What follows belongs to an exercise in optimizing a design on an open flow for small area, a short achievable clock period and few clock cycles per item; a production flow would make more cautious choices. No run shown here included a check of the RTL's function; only the layout flow was run. No activity file was given, so power comes from the tool's default toggle rates.

$ cat constraint.sdc
create_clock -name core_clock -period 12.0 [get_ports {clk}]
set_input_delay 2.4000 -clock core_clock [delete_from_list [all_inputs] [get_ports {clk}]]
set_output_delay 2.4000 -clock core_clock [all_outputs]
set_load 0.01 [all_outputs]
$ cat run.sh
#!/bin/bash
# synth_recipe.tcl (not shown) runs the flow's synth.tcl, then flattens the netlist and writes it again
# the make line also repeats each setting of config.mk as NAME=value (left out here)
make -C /OpenROAD-flow-scripts/flow DESIGN_CONFIG=/design/flow/config.mk WORK_HOME=/design/flow/orfs CLKGATE_MAP_FILE= SYNTH_SCRIPT=/design/flow/synth_recipe.tcl finish
$ cat design.v
module contone_block_dec (
    input  wire       clk,
    input  wire       rst,           
    input  wire       in_valid,      
    output reg        in_ready,
    input  wire [7:0] in_data,
    input  wire       n_valid,       
    output reg        n_ready,
    input  wire [7:0] n_data,
    input  wire       n_sol,         
    output reg        out_valid,     
    input  wire       out_ready,
    output reg  [7:0] out_data,
    output reg        out_last       
);
    reg         ibv;
    reg  [7:0]  ib;
    reg  [23:0] bb;                  
    reg  [4:0]  bn;
    wire        in_fire = in_valid & in_ready;
    wire        ins     = ibv & (bn <= 5'd16);
    wire [23:0] bbi     = ins ? (bb | ({ib, 16'd0} >> bn)) : bb;
    wire [14:0] win     = bb[23:9];
    wire [2:0]  pad     = bn[2:0];
    wire [23:0] hdr_w   = bb << pad;
    wire [7:0]  hdr     = hdr_w[23:16];
    reg         active;              
    reg         kzero, kesc;         
    reg  [1:0]  sel_p;
    reg  [2:0]  sel_k;
    reg  [5:0]  cnt;                 
    reg  [1:0]  qa;                  
    reg         tv;
    reg  [7:0]  tz;
    reg  [1:0]  tp;
    reg         traw, tlast;
    reg         nv;
    reg  [7:0]  nr;
    reg         nsol;
    reg  [7:0]  nwp;                 
    reg         sv;                  
    reg  [7:0]  sd;
    reg         sl;
    wire        fire = tv & nv & ~sv;
    wire        tadv = ~tv | fire;
    wire        n_fire = n_valid & n_ready;
    wire        ones8 = &win[14:7];
    reg  [7:0]  oh;                  
    reg  [2:0]  q;
    integer     qi;
    always @(*) begin
        oh = 8'd0;
        q  = 3'd0;
        for (qi = 7; qi >= 0; qi = qi - 1)
            if (!win[14-qi]) begin
                oh = 8'd1 << qi;
                q  = qi[2:0];
            end
    end
    reg  [6:0]  tail;                
    integer     ti;
    always @(*) begin
        tail = 7'd0;
        for (ti = 0; ti < 8; ti = ti + 1)
            if (oh[ti]) tail = tail | ((win << (ti + 1)) >> 8);
    end
    wire [11:0] zq     = {qa, q, tail} >> (3'd7 - sel_k);
    wire        bn8    = (bn >= 5'd8);
    wire        bn16   = (bn >= 5'd16);
    wire        ones16 = &bb[23:8];
    wire [4:0]  bni    = bn + (ins ? 5'd8 : 5'd0);
    wire [3:0]  kp1    = {1'b0, sel_k} + 4'd1;
    wire [5:0]  lim    = {1'b0, bn} - {2'd0, kp1};       
    wire [5:0]  lcode  = {1'b0, bni} - {2'd0, kp1};      
    reg  [7:0]  fq;
    integer     fi;
    always @(*)
        for (fi = 0; fi < 8; fi = fi + 1)
            fq[fi] = !lim[5] && (lim[4:0] >= fi);
    wire        fits   = |(oh & fq);
    reg         emit, take_hdr, chunk;
    reg  [7:0]  z;
    reg         raw;
    reg  [4:0]  used;                
    reg  [4:0]  bn_n;
    always @(*) begin
        emit = 1'b0; take_hdr = 1'b0; chunk = 1'b0;
        z = zq[7:0]; raw = 1'b0; used = 5'd0; bn_n = bni;
        if (!active) begin
            if (bn8) begin
                take_hdr = 1'b1;
                used = {2'd0, pad} + 5'd8;
                bn_n = {bni[4:3] - 2'd1, 3'd0};
            end
        end else if (kzero) begin
            z    = 8'd0;
            emit = tadv;
        end else if (kesc || qa == 2'd3) begin
            z   = win[14:7];
            raw = kesc;
            if (bn8 && tadv) begin
                emit = 1'b1;
                used = 5'd8;
                bn_n = bni - 5'd8;
            end
        end else if (ones16 && bn16 && !qa[0]) begin
            if (qa == 2'd0) begin
                chunk = 1'b1;
                used  = 5'd16;
                bn_n  = bni - 5'd16;
            end else if (tadv) begin
                z    = bb[15:8];
                emit = 1'b1;
                used = 5'd16;
                bn_n = bni - 5'd16;
            end
        end else if (ones8) begin
            chunk = bn8;
            if (bn8) begin
                used = 5'd8;
                bn_n = bni - 5'd8;
            end
        end else if (fits && tadv) begin
            emit = 1'b1;
            used = {2'd0, q} + {1'b0, kp1};
            bn_n = lcode[4:0] - {2'd0, q};
        end
    end
    wire [23:0] bb_n = bbi << used;
    wire        ibv_n = in_fire | (ibv & ~ins);
    wire [7:0]  w  = out_data;
    wire [7:0]  nn = nr;
    wire [7:0]  nw = nwp;
    wire        a   = w < nn;            
    wire        wlt = w < nw;            
    wire        wgt = w > nw;            
    wire        d   = nw >= nn;
    wire        f   = nw <= nn;
    wire        case1 = !wgt & d;        
    wire        case2 = !wlt & f & !case1;  
    wire [7:0]  e   = tz[0] ? ~{1'b0, tz[7:1]} : {1'b0, tz[7:1]};
    wire [7:0]  ra  = w + e;             
    wire [7:0]  rk  = nn + e;            
    wire        p2  = (tp == 2'd2);
    wire [8:0]  x1 = {1'b0, nn};
    wire [8:0]  x2 = p2 ? 9'd0 : {1'b1, ~nw};
    wire [8:0]  x3 = p2 ? {e, 1'b0} : {e[7], e};
    wire [8:0]  s1 = x1 ^ x2 ^ x3;
    wire [8:0]  c1 = {(x1[7:0] & x2[7:0]) | (x1[7:0] & x3[7:0]) | (x2[7:0] & x3[7:0]), !p2};
    wire [8:0]  x4 = {1'b0, w};
    wire [8:0]  s2 = s1 ^ c1 ^ x4;
    wire [8:0]  c2 = {(s1[7:0] & c1[7:0]) | (s1[7:0] & x4[7:0]) | (c1[7:0] & x4[7:0]), 1'b0};
    wire [8:0]  rc = s2 + c2;
    reg  [7:0]  cur;
    always @(*) begin
        if (traw)
            cur = tz;
        else if (nsol)
            cur = rk;
        else case (tp)
            2'd0: cur = ra;
            2'd1: cur = rk;
            2'd2: cur = rc[8:1];
            default: cur = case1 ? (a ? ra : rk) : case2 ? (a ? rk : ra) : rc[7:0];
        endcase
    end
    wire        tv_n = emit | (tv & ~fire);
    wire        nv_n = n_fire | (nv & ~fire);
    reg         sv_n;
    always @(*) begin
        sv_n = sv;
        if (sv) begin
            if (!out_valid || out_ready) sv_n = 1'b0;
        end else if (fire && out_valid && !out_ready)
            sv_n = 1'b1;
    end
    always @(posedge clk) begin
        if (in_fire)
            ib <= in_data;
        if (take_hdr) begin
            kzero <= hdr[6] & ~hdr[7];
            kesc  <= hdr[7];
            sel_p <= hdr[5:4];
            sel_k <= hdr[2:0];
        end
        if (take_hdr || emit)
            qa <= 2'd0;
        else if (chunk)
            qa <= (used == 5'd16) ? 2'd2 : qa + 2'd1;
        if (take_hdr)
            cnt <= 6'd0;
        else if (emit)
            cnt <= cnt + 6'd1;
        if (emit) begin
            tz    <= z;
            tp    <= sel_p;
            traw  <= raw;
            tlast <= (cnt == 6'd63);
        end
        if (n_fire) begin
            nr   <= n_data;
            nsol <= n_sol;
        end
        if (fire)
            nwp <= nr;
        if (sv) begin
            if (!out_valid || out_ready) begin
                out_data <= sd;
                out_last <= sl;
            end
        end else if (fire) begin
            if (!out_valid || out_ready) begin
                out_data <= cur;
                out_last <= tlast;
            end else begin
                sd <= cur;
                sl <= tlast;
            end
        end
        if (rst) begin
            bn        <= 5'd0;
            bb        <= 24'd0;
            ibv       <= 1'b0;
            in_ready  <= 1'b1;
            active    <= 1'b0;
            tv        <= 1'b0;
            nv        <= 1'b0;
            n_ready   <= 1'b1;
            sv        <= 1'b0;
            out_valid <= 1'b0;
        end else begin
            bn       <= bn_n;
            bb       <= bb_n;
            ibv      <= ibv_n;
            in_ready <= ~ibv_n | (bn_n <= 5'd16);
            if (take_hdr)
                active <= 1'b1;
            else if (emit && cnt == 6'd63)
                active <= 1'b0;
            tv      <= tv_n;
            nv      <= nv_n;
            n_ready <= ~nv_n | (tv_n & ~sv_n);
            sv      <= sv_n;
            if (sv || fire)
                out_valid <= 1'b1;
            else if (out_ready)
                out_valid <= 1'b0;
        end
    end
endmodule
$ cat config.mk
export PLATFORM = sky130hd
export DESIGN_NAME = contone_block_dec
export DESIGN_NICKNAME = contone_block_dec
export VERILOG_FILES = /design/flow/design.v
export SDC_FILE = /design/flow/constraint.sdc
export NUM_CORES = 4
export LEC_CHECK = 0
export CAP_MARGIN = 20
export CORE_MARGIN = 2
export CORE_UTILIZATION = 40
export SLEW_MARGIN = 20
==> results of run 1 <==
-- layout make-up --
cell class / count / area, µm² / area share (%)
clock buffers: 10 / 229 / 2.10
inverters: 74 / 278 / 2.55
repair buffers: 43 / 405 / 3.72
well taps: 330 / 413 / 3.79
multi-input cells: 912 / 6750 / 61.9
flip-flops and latches: 107 / 2760 / 25.3
clock inverters: 6 / 61.3 / 0.562
-- registers in the layout, indices dropped and copies added, names as in the netlist, 2 cells and up --
register,cells
bb,24
bn,5
cnt,6
ib,8
nr,8
nwp,8
out_data,8
qa,2
sd,8
sel_k,3
sel_p,2
tp,2
tz,8
-- layer usage --
layer / vias up / share of wire [%] / routed length, µm / track usage [%]
met1: 4208 / 43 / 12800 / 29.3
li1: 4242 / - / - / -
met5: - / 0 / 0 / 0
met3: 50 / 4.9 / 1430 / 2.75
met2: 309 / 49 / 14300 / 39.3
met4: 0 / 3.0 / 880 / 7.80
-- power by group --
part,leakage (nW),switching [W],internal [W],total (W)
sequential,0.947,0.000171,0.000510,0.000681
combinational,3.02,0.00134,0.000997,0.00234
clock,0.138,0.000155,0.000146,0.000301
-- synth_stat cells (all sizes together), types with 8 or more instances --
master | number | share of area (%)
mux2 | 32 | 3.6
nor2b | 20 | 1.2
a21oi | 83 | 4.2
inv | 73 | 2.7
xnor2 | 27 | 2.5
o22ai | 19 | 1.2
o21ai | 71 | 3.5
a22oi | 8 | 0.59
a221o | 8 | 0.79
xor2 | 21 | 1.8
nand3 | 22 | 1.1
o211ai | 10 | 0.74
edfxtp | 62 | 18
a21o | 20 | 1.5
nor2 | 83 | 3.1
mux2i | 69 | 6.8
nand2 | 114 | 4.2
o21bai | 15 | 1.1
o21a | 8 | 0.59
fa | 21 | 4.2
nand2b | 16 | 0.99
mux4 | 11 | 2.5
ha | 60 | 7.4
buf | 19 | 1.2
and2 | 14 | 0.87
a31oi | 14 | 0.87
dfxtp | 45 | 8.9
nor3 | 21 | 1.1
clkbuf | 50 | 1.9
nand4 | 12 | 0.74
and3 | 9 | 0.56
-- worst max path at each step --
stage,from,endpoint,cells past startpoint
floorplan,tp[1],out_data[6],20
CTS,tp[0],out_data[6],18
detailed placement,tp[0],out_data[6],18
global placement,tp[0],out_data[6],18
global route,tp[0],out_data[6],18
finish,tp[0],out_data[6],18
-- per-stage QoR --
step / power (W) / utilization, % / cell area (µm²) / setup WS, ps / hold WS [ps]
2_1_floorplan: 0.00244 / - / 10100 / 7180 / 400
3_3_place_gp: 0.00296 / 42.5 / 10600 / 6600 / 401
3_5_place_dp: 0.00298 / 42.5 / 10600 / 6460 / 415
4_1_cts: 0.00330 / 43.7 / 10900 / 6440 / 424
5_1_grt: 0.00361 / 43.7 / 10900 / 5980 / 436
6_report: 0.00332 / 43.7 / 10900 / 6430 / 426
-- cell families (layout without fill, tap and decap cells) --
family / Yosys count / after routing / share of synthesized area [%]
AND/OR/NAND/NOR: 342 / 342 / 16.3
AO/OA/AOI/OAI: 328 / 328 / 21.6
buffers and inverters: 143 / 133 / 5.76
multiplexers: 112 / 112 / 12.9
flip-flops: 107 / 107 / 27.4
adder cells (fa/ha/maj): 82 / 82 / 11.7
XOR/XNOR: 48 / 48 / 4.35
==> qor.txt, run 1 <==
status: no timing/DRC/antenna violations
Initial Utilization: 40.4%
Synth Warn #: 1
initial antenna violation count: 0
Async SR Flop Fraction: 0%
clk buf depth: 2
Synth Area per Inst: 8.69 µm²
fmax: 179 MHz
Synth cell types: 83
CP top delay family: compound AO/OA/AOI/OAI gates
Iter 0 DRT Violations: 914
core area: 25000 µm²
cts bufs inserted: 9
H-tree depth: 3
arrival time worst endpoint: 5690 ps
Buf/Inv on CP: 2
top_reg_cell synth: edfxtp_1
first-pass GRT wire length: 47300 µm
Routed Antenna Nets: 0
post-route clock period utilization: 46.4%
vias after detailed routing: 8809
WL final: 29400 µm
Clock transition at path regs: 80 ps
fillcell total: 2426
layout cells sized above 1: 7.29%
Yosys reg bits: 107
setup violators final: 0
grt total ovfl: 0
P_leak: 4.11 nW
diode count: 0
Area Growth Syn to Fin: 7.99%
# rows: 58
clock tree root buffer cell: clkbuf_16
RSZ-0062 raised after global routing: false
# IOs: 34
Peak VDD IR: 0.163 mV
final net count: 1250
clk sinks: 107
worst r2r path cells: 18
DIE HEIGHT: 163 µm
port bufs: 33
Finished Layout Cells: 1482
most frequent cells in the layout: nand2_1, a21oi_1, nor2_1
vias per cell: 5.94
CP max FO: 15
slowest CP cell: edfxtp_1
Cells after Synth: 1162
WS Path Type: reg2reg
pwr dens: 304 nW/µm²
DRC: 0
sequential-to-total area share from yosys stat: 27.4%
CP Capture Type: flip-flop
Tot GR Track Use: 22.7%
syn_nets: 1265
die width: 163 µm
wire per inst: 19.8 µm
startpoint types: flip-flop
Hold Path Stages: 0
largest net degree at the start of global routing: 35
FF-to-FF setup slack: 6430 ps
cts repair resizes: 0
Max-Cap Viols: 0
Hold Path Sink: tp[0]
R2R Path Start: tp[0]
vias in the first global route: 8617
Required @ worst endpoint: 12120 ps
CP Cell Sequence: nand2b_1 > inv_1 > o21ai_0 > fa_1 > inv_1 > fa_1 > ha_1 > fa_1 > a21o_1 > a21oi_1 > o21bai_1 > a21oi_1 > xnor2_1 > and2_1 > a221o_1 > a211oi_1 > o41ai_1 > mux2_2
Post-synth EDFFs: 62
Tightest Pin Transition: 1100 ps
crit path time final: 5570 ps
HP Class: reg2reg
hold buffers post-CTS: 0
pins over their slew limit: 0
RR Endpoint: out_data[6]
CP peak stage delay: 620 ps
Die ar.: 26500 µm²
Post-Place Cells: 1466
Hold Crit Start: sel_p[0]
clk latency of the worst-skew pair: 370 ps
CTS tree: yes
most common cell after layout, fill and taps aside: nand2_1
Pre-antenna DRT Iters: 5
Final Wtd Congestion: 0.947
most used cell, CP: fa_1
HPWL Detailed: 22400 µm
Final Hold Viols: 0
setup_tns: 0 ps
Synth Cell Area: 10100 µm²
Post-CTS Repair Setup Buffers: 0
Worst Clk Skew: 17.2 ps
relative slew slack: 26.7%
==> inputs of run 2 (changes only) <==
--- a/design.v
+++ b/design.v
@@ -131,39 +131,28 @@
     wire [7:0]  w  = out_data;
     wire [7:0]  nn = nr;
     wire [7:0]  nw = nwp;
+    wire [8:0]  nd  = {1'b0, nn} - {1'b0, nw};      
+    wire        d   = nd[8] | (nd == 9'd0);          
+    wire        f   = !nd[8];                        
     wire        a   = w < nn;            
     wire        wlt = w < nw;            
     wire        wgt = w > nw;            
-    wire        d   = nw >= nn;
-    wire        f   = nw <= nn;
     wire        case1 = !wgt & d;        
     wire        case2 = !wlt & f & !case1;  
+    wire        pz  = !traw & !nsol;
+    wire        p0  = pz & (tp == 2'd0);
+    wire        p1  = pz & (tp == 2'd1);
+    wire        p2  = pz & (tp == 2'd2);
+    wire        p3  = pz & (tp == 2'd3);
+    wire        p3e = p3 & !case1 & !case2;
+    wire        useW = p0 | p2 | (p3 & (p3e | (case1 & a) | (case2 & !a)));
+    wire        useN = (!traw & nsol) | p1 | p2 | (p3 & ((case1 & !a) | (case2 & a)));
     wire [7:0]  e   = tz[0] ? ~{1'b0, tz[7:1]} : {1'b0, tz[7:1]};
-    wire [7:0]  ra  = w + e;             
-    wire [7:0]  rk  = nn + e;            
-    wire        p2  = (tp == 2'd2);
-    wire [8:0]  x1 = {1'b0, nn};
-    wire [8:0]  x2 = p2 ? 9'd0 : {1'b1, ~nw};
-    wire [8:0]  x3 = p2 ? {e, 1'b0} : {e[7], e};
-    wire [8:0]  s1 = x1 ^ x2 ^ x3;
-    wire [8:0]  c1 = {(x1[7:0] & x2[7:0]) | (x1[7:0] & x3[7:0]) | (x2[7:0] & x3[7:0]), !p2};
-    wire [8:0]  x4 = {1'b0, w};
-    wire [8:0]  s2 = s1 ^ c1 ^ x4;
-    wire [8:0]  c2 = {(s1[7:0] & c1[7:0]) | (s1[7:0] & x4[7:0]) | (c1[7:0] & x4[7:0]), 1'b0};
-    wire [8:0]  rc = s2 + c2;
-    reg  [7:0]  cur;
-    always @(*) begin
-        if (traw)
-            cur = tz;
-        else if (nsol)
-            cur = rk;
-        else case (tp)
-            2'd0: cur = ra;
-            2'd1: cur = rk;
-            2'd2: cur = rc[8:1];
-            default: cur = case1 ? (a ? ra : rk) : case2 ? (a ? rk : ra) : rc[7:0];
-        endcase
-    end
+    wire [8:0]  ev  = traw ? {1'b0, tz} : p2 ? {e, 1'b0} : {e[7], e};
+    wire [8:0]  opw = useW ? {1'b0, w} : 9'd0;
+    wire [8:0]  opx = useN ? {1'b0, nn} : p3e ? nd : 9'd0;
+    wire [8:0]  sum = opw + opx + ev;
+    wire [7:0]  cur = p2 ? sum[8:1] : sum[7:0];
     wire        tv_n = emit | (tv & ~fire);
     wire        nv_n = n_fire | (nv & ~fire);
     reg         sv_n;
==> run 2 against run 1 <==
Against the previous run:
- synthesized area decreased by 6.2%
- worst setup slack got worse by 340 ps
- still clean on timing, DRC and antenna
- die area decreased by 6.1%
- hold slack got worse by 8.8 ps
- combinational power decreased by 38%
- design area decreased by 6.0%
- global-route usage decreased by 0.76 points
==> qor.txt, run 2 <==
WL final: 27000 µm (-8.4%)
HP Class: reg2reg
wire per inst: 18.7 µm (-5.6%)
largest net degree at the start of global routing: 33 (-5.7%)
post-route clock period utilization: 49.2% (+2.8 points)
CP Capture Type: flip-flop
Async SR Flop Fraction: 0% (unchanged)
clock tree root buffer cell: clkbuf_16
Peak VDD IR: 0.0850 mV (-48%)
vias in the first global route: 7956 (-7.7%)
relative slew slack: 31.5% (+4.8 points)
clk sinks: 107 (unchanged)
Max-Cap Viols: 0 (unchanged)
most frequent cells in the layout: nand2_1, nor2_1, a21oi_1
DIE HEIGHT: 158 µm (-3.1%)
vias per cell: 5.89 (-0.89%)
top_reg_cell synth: edfxtp_1
setup_tns: 0 ps (unchanged)
setup violators final: 0 (unchanged)
cts bufs inserted: 9 (unchanged)
WS Path Type: reg2reg
worst hold margin: 417 ps (-8.84 ps)
Tightest Pin Transition: 1020 ps (-75.1 ps)
Buf/Inv on CP: 3 (+1)
Final Wtd Congestion: 0.934 (-1.4%)
syn_nets: 1211 (-4.3%)
Final Hold Viols: 0 (unchanged)
slowest CP cell: a31oi_1
Util after Layout: 43.9% (+0.24 points)
Yosys reg bits: 107 (unchanged)
sequential-to-total area share from yosys stat: 29.2% (+1.8 points)
RSZ-0062 raised after global routing: false
Initial Utilization: 40.6% (+0.13 points)
pwr dens: 237 nW/µm² (-22%)
Finished Layout Cells: 1439 (-2.9%)
Synth Area per Inst: 8.38 µm² (-3.5%)
CTS tree: yes
Synth Cell Area: 9470 µm² (-6.2%)
Total Power: 0.00243 W (-27%)
status: no timing/DRC/antenna violations
final net count: 1197 (-4.2%)
Most flops, register: bb
share of the synthesized area in the top cell type: 19.7% (+1.2 points)
Post-Place Cells: 1423 (-2.9%)
most common cell after layout, fill and taps aside: nand2_1
cts repair resizes: 0 (unchanged)
Routed Antenna Nets: 0 (unchanged)
startpoint types: flip-flop
first-pass GRT wire length: 42900 µm (-9.4%)
initial antenna violation count: 0 (unchanged)
Worst Clk Skew: 10.8 ps (-6.34 ps)
port bufs: 33 (unchanged)
most used cell, CP: a21oi_1
CP top delay family: compound AO/OA/AOI/OAI gates
largest area contributor in the netlist: edfxtp_1
Post-CTS Repair Setup Buffers: 0 (unchanged)
HPWL Detailed: 19700 µm (-12%)
die width: 158 µm (-3.1%)
Synth Warn #: 1 (unchanged)
top post-synthesis cells by count: nand2_1, nor2_1, a21oi_1, mux2i_1, edfxtp_1
Iter 0 DRT Violations: 656 (-28%)
layout cells sized above 1: 7.59% (+0.30 points)
Clock transition at path regs: 80 ps (about the same)
DRC: 0 (unchanged)
clk latency of the worst-skew pair: 360 ps (about the same)
# rows: 56 (-3.4%)
most frequent cell after synthesis: nand2_1
arrival time worst endpoint: 6030 ps (+340 ps)
Post-synth EDFFs: 62 (unchanged)
diode count: 0 (unchanged)
Cells after Synth: 1129 (-2.8%)
pins over their slew limit: 0 (unchanged)
CP max FO: 8 (-7)
core area: 23300 µm² (-6.5%)
# IOs: 34 (unchanged)
P_leak: 4.00 nW (-2.6%)
H-tree depth: 3 (unchanged)
Required @ worst endpoint: 12120 ps (about the same)
grt total ovfl: 0 (unchanged)
vias after detailed routing: 8477 (-3.8%)
Pre-antenna DRT Iters: 6 (+1)
Area Growth Syn to Fin: 8.25%
crit path time final: 5910 ps (+337 ps)
fmax: 169 MHz (-5.7%)
Area contributors post-synth: edfxtp_1, dfxtp_1, mux2i_1
CP peak stage delay: 570 ps (-50 ps)
Tot GR Track Use: 22.0% (-0.76 points)
Synth cell types: 86 (+3.6%)
flip-flop count of the largest register after layout: 24 (unchanged)
Die ar.: 24900 µm² (-6.1%)
hold buffers post-CTS: 0 (unchanged)
clk buf depth: 2 (unchanged)
-- run 2: layout make-up --
cell class	instances	area, µm²
inverter	65	244
sequential	107	2760
clock inverter	7	61.3
timing repair buffer	47	435
multi-input combinational	885	6120
clock buffer	9	225
tap	319	399
fill	2326	13100
-- run 2: cells by family (layout without fill, tap and decap cells) --
logic type      count (synthesis)  in the layout  synth area share, %
compound gates                314            314                 22.1
mux                            97             97                 11.1
xor+xnor                       32             32                 3.30
fa+ha+maj                      62             62                 9.25
flops                         107            107                 29.2
buf+inv                       137            128                 6.28
simple gates                  380            380                 18.8
-- run 2: per-layer routing --
| metal | track usage, % | wire (µm) | vias to the layer above |
|---|---|---|---|
| met2 | 36.9 | 12700 | 289 |
| met4 | 8.87 | 752 | 0 |
| met5 | 0 | 0 | - |
| li1 | - | - | 4095 |
| met1 | 28.6 | 12200 | 4042 |
| met3 | 2.63 | 1350 | 51 |
-- run 2: worst paths after layout --
path | start | end | slack, ps | cells after the start
setup reg to reg | nr[0] | out_data[7] | 6090 | 26
hold reg to reg | sel_p[1] | tp[1] | 420 | 0
setup / recovery | nr[0] | out_data[7] | 6090 | 26
hold / removal | sel_p[1] | tp[1] | 420 | 0
-- run 2: where the power goes --
group | switching, W | internal, W | total (W)
clock network | 0.000154 | 0.000145 | 0.000299
logic | 0.000853 | 0.000611 | 0.00146
registers | 0.000146 | 0.000518 | 0.000664
-- run 2: stage by stage --
| stage | cell area (µm²) | setup slack (ps) |
|---|---|---|
| final | 10200 | 6090 |
| after detailed placement | 9960 | 6070 |
| after global routing | 10200 | 5490 |
| after CTS | 10200 | 6060 |
| after global placement | 9960 | 6220 |
| after floorplan | 9470 | 6650 |

-- separate check: timing with driven ports --
The flow's constraints put no driver on any port. The routed layouts listed below were extracted and timed again, unchanged, in two steps.
Step 1: set_driving_cell puts a clkbuf_16 on clk and a buf_2 on each other input, an assumption about the parent block.
Step 2 adds t to the input delays and takes it off the output delays; t is the mean of the earliest and latest rising clock arrival at the registers after step 1. Input paths then give back, and output paths get back, about the clock's delay inside the block.
a / b / c = ideal ports / drivers / drivers and shift; a / b = the first two.
| run | shift t [ns] | slack for setup (ns) | worst setup path at the end |
|---|---|---|---|
| run 1 | 0.405 | 6.429 / 6.429 / 6.429 | register to register |
| run 2 | 0.406 | 6.092 / 6.092 / 6.092 | register to register |
After both steps setup and hold are still met in every run listed.
